This is an optimization exercise on Yosys and OpenROAD, whose aim is small area, not a production implementation.
The RTL was checked by simulation tests, not by an equivalence proof against the original design.
Power and IR drop assume default switching activity.

## P
==> flow/design.v (excerpt) <==
module tally_block #(
    parameter integer NT = 2,
    parameter integer NP = 4
) (
    input  wire          clk,
    input  wire          rst,
    input  wire          we,
    input  wire          re,
    input  wire [11:0]   addr,
    input  wire [31:0]   wdata,
    output reg  [31:0]   rdata,
    input  wire [7:0]    tb_evt,
    input  wire [31:0]   car_evt,
    input  wire          grid_evt,
    output wire [NP-1:0] tal_pin,
    output wire [NP-1:0] tal_oe,
    output wire [NT-1:0] trig
);
clock: 25.0 ns
lec_check: 0
abc_area: 1
cap_margin: 15
core_margin: 2
core_utilization: 40
place_density: 0.6
setup_slack_margin: 0.3
slew_margin: 10
standard.sh (not shown) runs the stock make flow with config.mk's settings and CLKGATE_MAP_FILE= SYNTH_SCRIPT=/design/flow/synth_recipe.tcl, a recipe that flattens the netlist after the stock synthesis.
==> flow/flow/run.sh <==
#!/bin/bash
# Own layout flow: the standard flow (standard.sh) with four changes.
#  1. Synthesis: ORFS's synth.tcl with only its ABC script replaced by
#     flow/area.script (area-oriented mapping). The Yosys passes before ABC,
#     and so the register names and cells, are the standard synthesis's.
#  2. Global placement stays timing-driven, but does not keep the resizer's
#     buffering from its timing-driven iterations (GPL_KEEP_OVERFLOW=0).
#  3. CTS without dummy loads, with clkbuf_2 / clkbuf_4 and sink clusters of at
#     most 6 flip-flops within 80 um (CTS_ARGS). The tree
#     stays balanced; no register's clock is skewed on purpose.
#  4. Every input and output port still gets its own buffer, a buf_2 in place
#     of the delay buffer ORFS picks (BUFFER_PORTS_ARGS).
# Floorplan, power grid, tap cells, port buffers, repair and routing are the
# standard flow's. Tool output: own_flow_make.log and orfs/logs/.
set -euo pipefail
W=$PWD
# synthesis script: ORFS's synth.tcl with only the ABC script replaced
sed 's|log_cmd abc {\*}$abc_args|log_cmd abc {*}[lreplace $abc_args 1 1 $::env(MY_ABC_SCRIPT)]|' \
    "$FLOW_HOME/scripts/synth.tcl" > "$W/own_synth_core.tcl"
grep -q MY_ABC_SCRIPT "$W/own_synth_core.tcl"
sed "s|source \$::env(SCRIPTS_DIR)/synth.tcl|source $W/own_synth_core.tcl|" \
    "$W/synth_recipe.tcl" > "$W/own_synth.tcl"
grep -q own_synth_core "$W/own_synth.tcl"
sed "s|SYNTH_SCRIPT=[^ ]*|SYNTH_SCRIPT=$W/own_synth.tcl|" "$W/standard.sh" > "$W/own_standard.sh"
grep -q own_synth.tcl "$W/own_standard.sh"
export MY_ABC_SCRIPT="$W/flow/area.script"
export GPL_KEEP_OVERFLOW=0
export BUFFER_PORTS_ARGS="-buffer_cell sky130_fd_sc_hd__buf_2"
export CTS_ARGS="-sink_clustering_enable -repair_clock_nets -sink_clustering_size 6 -sink_clustering_max_diameter 80 -buf_list {sky130_fd_sc_hd__clkbuf_2 sky130_fd_sc_hd__clkbuf_4} -dont_use_dummy_load"
bash "$W/own_standard.sh" finish > "$W/own_flow_make.log" 2>&1
test -f "$W/out/final.def"
==> flow/flow/area.script <==
strash
ifraig
scorr
dc2
strash
&get -n
&st
&syn2
&dch
&nf -R 50
&put
Inputs modified between P and Q:
-- flow/config.mk --
<<< P, line 9
export CAP_MARGIN = 15
>>> Q, line 9
export CAP_MARGIN = 25
<<< P, line 11
export CORE_UTILIZATION = 40
>>> Q, line 11
export CORE_UTILIZATION = 45
<<< P, line 14
export SLEW_MARGIN = 10
>>> Q, line 14
export SLEW_MARGIN = 20
Notes after the runs:
- Compared with P, Q shows a lower total wirelength of the detailed-routed design.
- Wire length of the first global-routing pass for Q: about 1.6% down relative to P
- Changes observed in Q relative to P: final critical-path required period +210 ps, critical path depth -7.
- Compared with P, in Q switching share of power lost 0.34 points; clock group share of total power neither gained nor lost much; non-clock buffer share of cell area neither gained nor lost much; antenna diode count lost 3; utilization of the core after routing picked up an extra 5.7 points.
- Q ended up with g_tim[0].u_tim.out as its capturing instance or port of the critical path; P ended up with g_tim[1].u_tim.out.
- Q ended up with sky130_fd_sc_hd__o22ai_1 as its cell with the largest stage delay on the worst path; P ended up with sky130_fd_sc_hd__fa_2.
Input-level comparison between R and Q:
-- flow/flow/area.script --
<<< Q, line 10
&nf -R 50
>>> R, line 10
&nf -R 1000
-- flow/config.mk --
<<< Q, line 11
export CORE_UTILIZATION = 45
>>> R, line 11
export CORE_UTILIZATION = 40
Findings:
Summary of R over Q: register fraction of the total cell area now smaller; multi-input combinational gate total barely changed. | clock group share of total power | R vs Q | 1.4 points higher |. The higher final wirelength of R and Q is in R. R: combinational power lower than Q. R vs Q — global-route met3 utilization dropped 2.7 points. R ends up with a setup slack on the worst flop-to-flop path that is 500 ps higher than in Q. R ends up with a routing usage on met1 that is 4.5 points lower than in Q. Relative to Q, count of vias placed by the detailed router has gone up in R.
Inputs modified between R and S:
-- flow/flow/run.sh --
<<< R, line 2
# Own layout flow: the standard flow (standard.sh) with four changes.
>>> S, line 2
# Own layout flow: the standard flow (standard.sh) with three changes.
<<< R, line 8
#  3. CTS without dummy loads, with clkbuf_2 / clkbuf_4 and sink clusters of at
#     most 6 flip-flops within 80 um (CTS_ARGS). The tree
>>> S, line 8
#  3. CTS without dummy loads, with clkbuf_4 / clkbuf_8 (CTS_ARGS). The tree
<<< R, line 11
#  4. Every input and output port still gets its own buffer, a buf_2 in place
#     of the delay buffer ORFS picks (BUFFER_PORTS_ARGS).
>>> S, line 10
<<< R, line 29
export CTS_ARGS="-sink_clustering_enable -repair_clock_nets -sink_clustering_size 6 -sink_clustering_max_diameter 80 -buf_list {sky130_fd_sc_hd__clkbuf_2 sky130_fd_sc_hd__clkbuf_4} -dont_use_dummy_load"
>>> S, line 26
export CTS_ARGS="-sink_clustering_enable -repair_clock_nets -buf_list {sky130_fd_sc_hd__clkbuf_4 sky130_fd_sc_hd__clkbuf_8} -dont_use_dummy_load"
==> flow/flow/area.script <==
strash
ifraig
scorr
dc2
strash
&get -n
&st
&syn2
&dch
&nf -R 50
&put
buffer -c
topo
upsize -c
dnsize -c
==> run summary <==
The maximum clock frequency of S is lower than that of R. | leakage power of the design | S vs R | worse |. R → S: post-synthesis cell area increased by 0.0030 sq mm relative to the old numbers; post-detailed-routing wire length decreased by 2.4% relative to the old numbers; met3 global-route usage increased by 1.8 points relative to the old numbers. Against R, S comes in about 1.2% lower on number of cells on the critical path. Cmp S vs R: floorplan row count higher in S. Diff R -> S | number of global-route vias before repair | down by a few percent. The multiplexer share of the synthesized area number comes out higher for R vs S.

---

Starting RTL as in the previous note.
==> flow/config.mk <==
export PLATFORM = sky130hd
export DESIGN_NAME = tally_block
export DESIGN_NICKNAME = tally_block
export VERILOG_FILES = /design/flow/design.v
export SDC_FILE = /design/flow/constraint.sdc
export NUM_CORES = 8
export LEC_CHECK = 0
export ABC_AREA = 1
export CAP_MARGIN = 25
export CORE_MARGIN = 2
export CORE_UTILIZATION = 40
export PLACE_DENSITY = 0.6
export SETUP_SLACK_MARGIN = 0.3
export SLEW_MARGIN = 20
==> flow/constraint.sdc <==
create_clock -name core_clock -period 25.0 [get_ports {clk}]
set_input_delay 5.0000 -clock core_clock [delete_from_list [all_inputs] [get_ports {clk}]]
set_output_delay 5.0000 -clock core_clock [all_outputs]
set_load 0.01 [all_outputs]
==> flow/flow/run.sh <==
#!/bin/bash
# Own layout flow: the standard flow (standard.sh) with four changes.
#  1. Synthesis: ORFS's synth.tcl with only its ABC script replaced by
#     flow/area.script (area-oriented mapping). The Yosys passes before ABC,
#     and so the register names and cells, are the standard synthesis's.
#  2. Global placement stays timing-driven, but does not keep the resizer's
#     buffering from its timing-driven iterations (GPL_KEEP_OVERFLOW=0).
#  3. CTS without dummy loads, with clkbuf_2 / clkbuf_4 and sink clusters of at
#     most 6 flip-flops within 80 um (CTS_ARGS). The tree
#     stays balanced; no register's clock is skewed on purpose.
#  4. Every input and output port still gets its own buffer, a buf_2 in place
#     of the delay buffer ORFS picks (BUFFER_PORTS_ARGS).
# Floorplan, power grid, tap cells, port buffers, repair and routing are the
# standard flow's. Tool output: own_flow_make.log and orfs/logs/.
set -euo pipefail
W=$PWD
# synthesis script: ORFS's synth.tcl with only the ABC script replaced
sed 's|log_cmd abc {\*}$abc_args|log_cmd abc {*}[lreplace $abc_args 1 1 $::env(MY_ABC_SCRIPT)]|' \
    "$FLOW_HOME/scripts/synth.tcl" > "$W/own_synth_core.tcl"
grep -q MY_ABC_SCRIPT "$W/own_synth_core.tcl"
sed "s|source \$::env(SCRIPTS_DIR)/synth.tcl|source $W/own_synth_core.tcl|" \
    "$W/synth_recipe.tcl" > "$W/own_synth.tcl"
grep -q own_synth_core "$W/own_synth.tcl"
sed "s|SYNTH_SCRIPT=[^ ]*|SYNTH_SCRIPT=$W/own_synth.tcl|" "$W/standard.sh" > "$W/own_standard.sh"
grep -q own_synth.tcl "$W/own_standard.sh"
export MY_ABC_SCRIPT="$W/flow/area.script"
export GPL_KEEP_OVERFLOW=0
export BUFFER_PORTS_ARGS="-buffer_cell sky130_fd_sc_hd__buf_2"
export CTS_ARGS="-sink_clustering_enable -repair_clock_nets -sink_clustering_size 6 -sink_clustering_max_diameter 80 -buf_list {sky130_fd_sc_hd__clkbuf_2 sky130_fd_sc_hd__clkbuf_4} -dont_use_dummy_load"
bash "$W/own_standard.sh" finish > "$W/own_flow_make.log" 2>&1
test -f "$W/out/final.def"
==> flow/flow/area.script <==
strash
ifraig
scorr
dc2
strash
&get -n
&st
&syn2
&dch
&nf -R 50
&put
Rerun with:
==> flow/flow/run.sh (replaced) <==
#!/bin/bash
# Own layout flow: the standard flow, except that the synthesis maps the
# logic with an area-oriented ABC script (flow/area.script) in place of the
# one ORFS picks. Everything else (the Yosys passes before ABC, the register
# names, floorplan, power grid, placement, CTS and routing) is the standard flow.
set -euo pipefail
W=$PWD
# synthesis script: ORFS's synth.tcl with only the ABC script replaced
sed 's|log_cmd abc {\*}$abc_args|log_cmd abc {*}[lreplace $abc_args 1 1 $::env(MY_ABC_SCRIPT)]|' \
    "$FLOW_HOME/scripts/synth.tcl" > "$W/own_synth_core.tcl"
grep -q MY_ABC_SCRIPT "$W/own_synth_core.tcl"
sed "s|source \$::env(SCRIPTS_DIR)/synth.tcl|source $W/own_synth_core.tcl|" \
    "$W/synth_recipe.tcl" > "$W/own_synth.tcl"
grep -q own_synth_core "$W/own_synth.tcl"
sed "s|SYNTH_SCRIPT=[^ ]*|SYNTH_SCRIPT=$W/own_synth.tcl|" "$W/standard.sh" > "$W/own_standard.sh"
grep -q own_synth.tcl "$W/own_standard.sh"
export CTS_ARGS="-sink_clustering_enable -repair_clock_nets -buf_list {sky130_fd_sc_hd__clkbuf_4 sky130_fd_sc_hd__clkbuf_8} -dont_use_dummy_load"
export MY_ABC_SCRIPT="$W/flow/area.script"
bash "$W/own_standard.sh" finish > "$W/own_flow_make.log" 2>&1
test -f "$W/out/final.def"
==> flow/flow/area.script (replaced) <==
strash
ifraig
scorr
dc2
strash
&get -n
&st
&syn2
&dch
&nf -R 50
&put
buffer -c
topo
upsize -c
dnsize -c
CAP_MARGIN = 20   (was 25)
CTS_BUF_LIST = sky130_fd_sc_hd__clkbuf_8   (was not set)
CTS_CLUSTER_DIAMETER = 80   (was not set)
CTS_CLUSTER_SIZE = 30   (was not set)
SETUP_SLACK_MARGIN = not set   (was 0.3)
Effect: Global-route usage shrinks by 4.5 points. First-iteration DRC count grows by 2.2%. Clock skew shrinks by 0.069 ns.

-- port drivers added, routing unchanged --
Ports are ideal in the flow. The routed layouts listed here were re-timed in OpenROAD. Step 1 (the two cells are an assumption about what drives the block):
set clk [get_ports {clk}]
set_driving_cell -lib_cell sky130_fd_sc_hd__clkbuf_16 $clk
set_driving_cell -lib_cell sky130_fd_sc_hd__buf_2 [delete_from_list [all_inputs] $clk]
Step 2 times the ports against the registers' clock, not the clock port: input delays grow and output delays shrink by t, the midpoint of the rising clock arrivals with the driver on. Three values: ideal ports, drivers, drivers and shift; two values: the first two.
run	t (ns)	setup slack, ns	clock arrival spread, ns
P	1.230	0.478 / 0.514 / -0.716	0.124 / 0.124
Q	1.146	0.270 / 0.330 / -0.816	0.154 / 0.154
R	1.210	0.468 / 0.503 / -0.707	0.175 / 0.175
S	0.935	0.319 / 0.364 / -0.572	0.087 / 0.087
the first run of note 2	1.227	0.503 / 0.530 / -0.697	0.173 / 0.174
the second run of note 2	0.930	0.482 / 0.523 / -0.408	0.087 / 0.087
With both steps, setup timing fails in every run listed, where it was met with ideal ports. The setup slack of the first run of note 2, which loses most, moves by +0.027 ns with the drivers and by -1.200 ns with both steps.
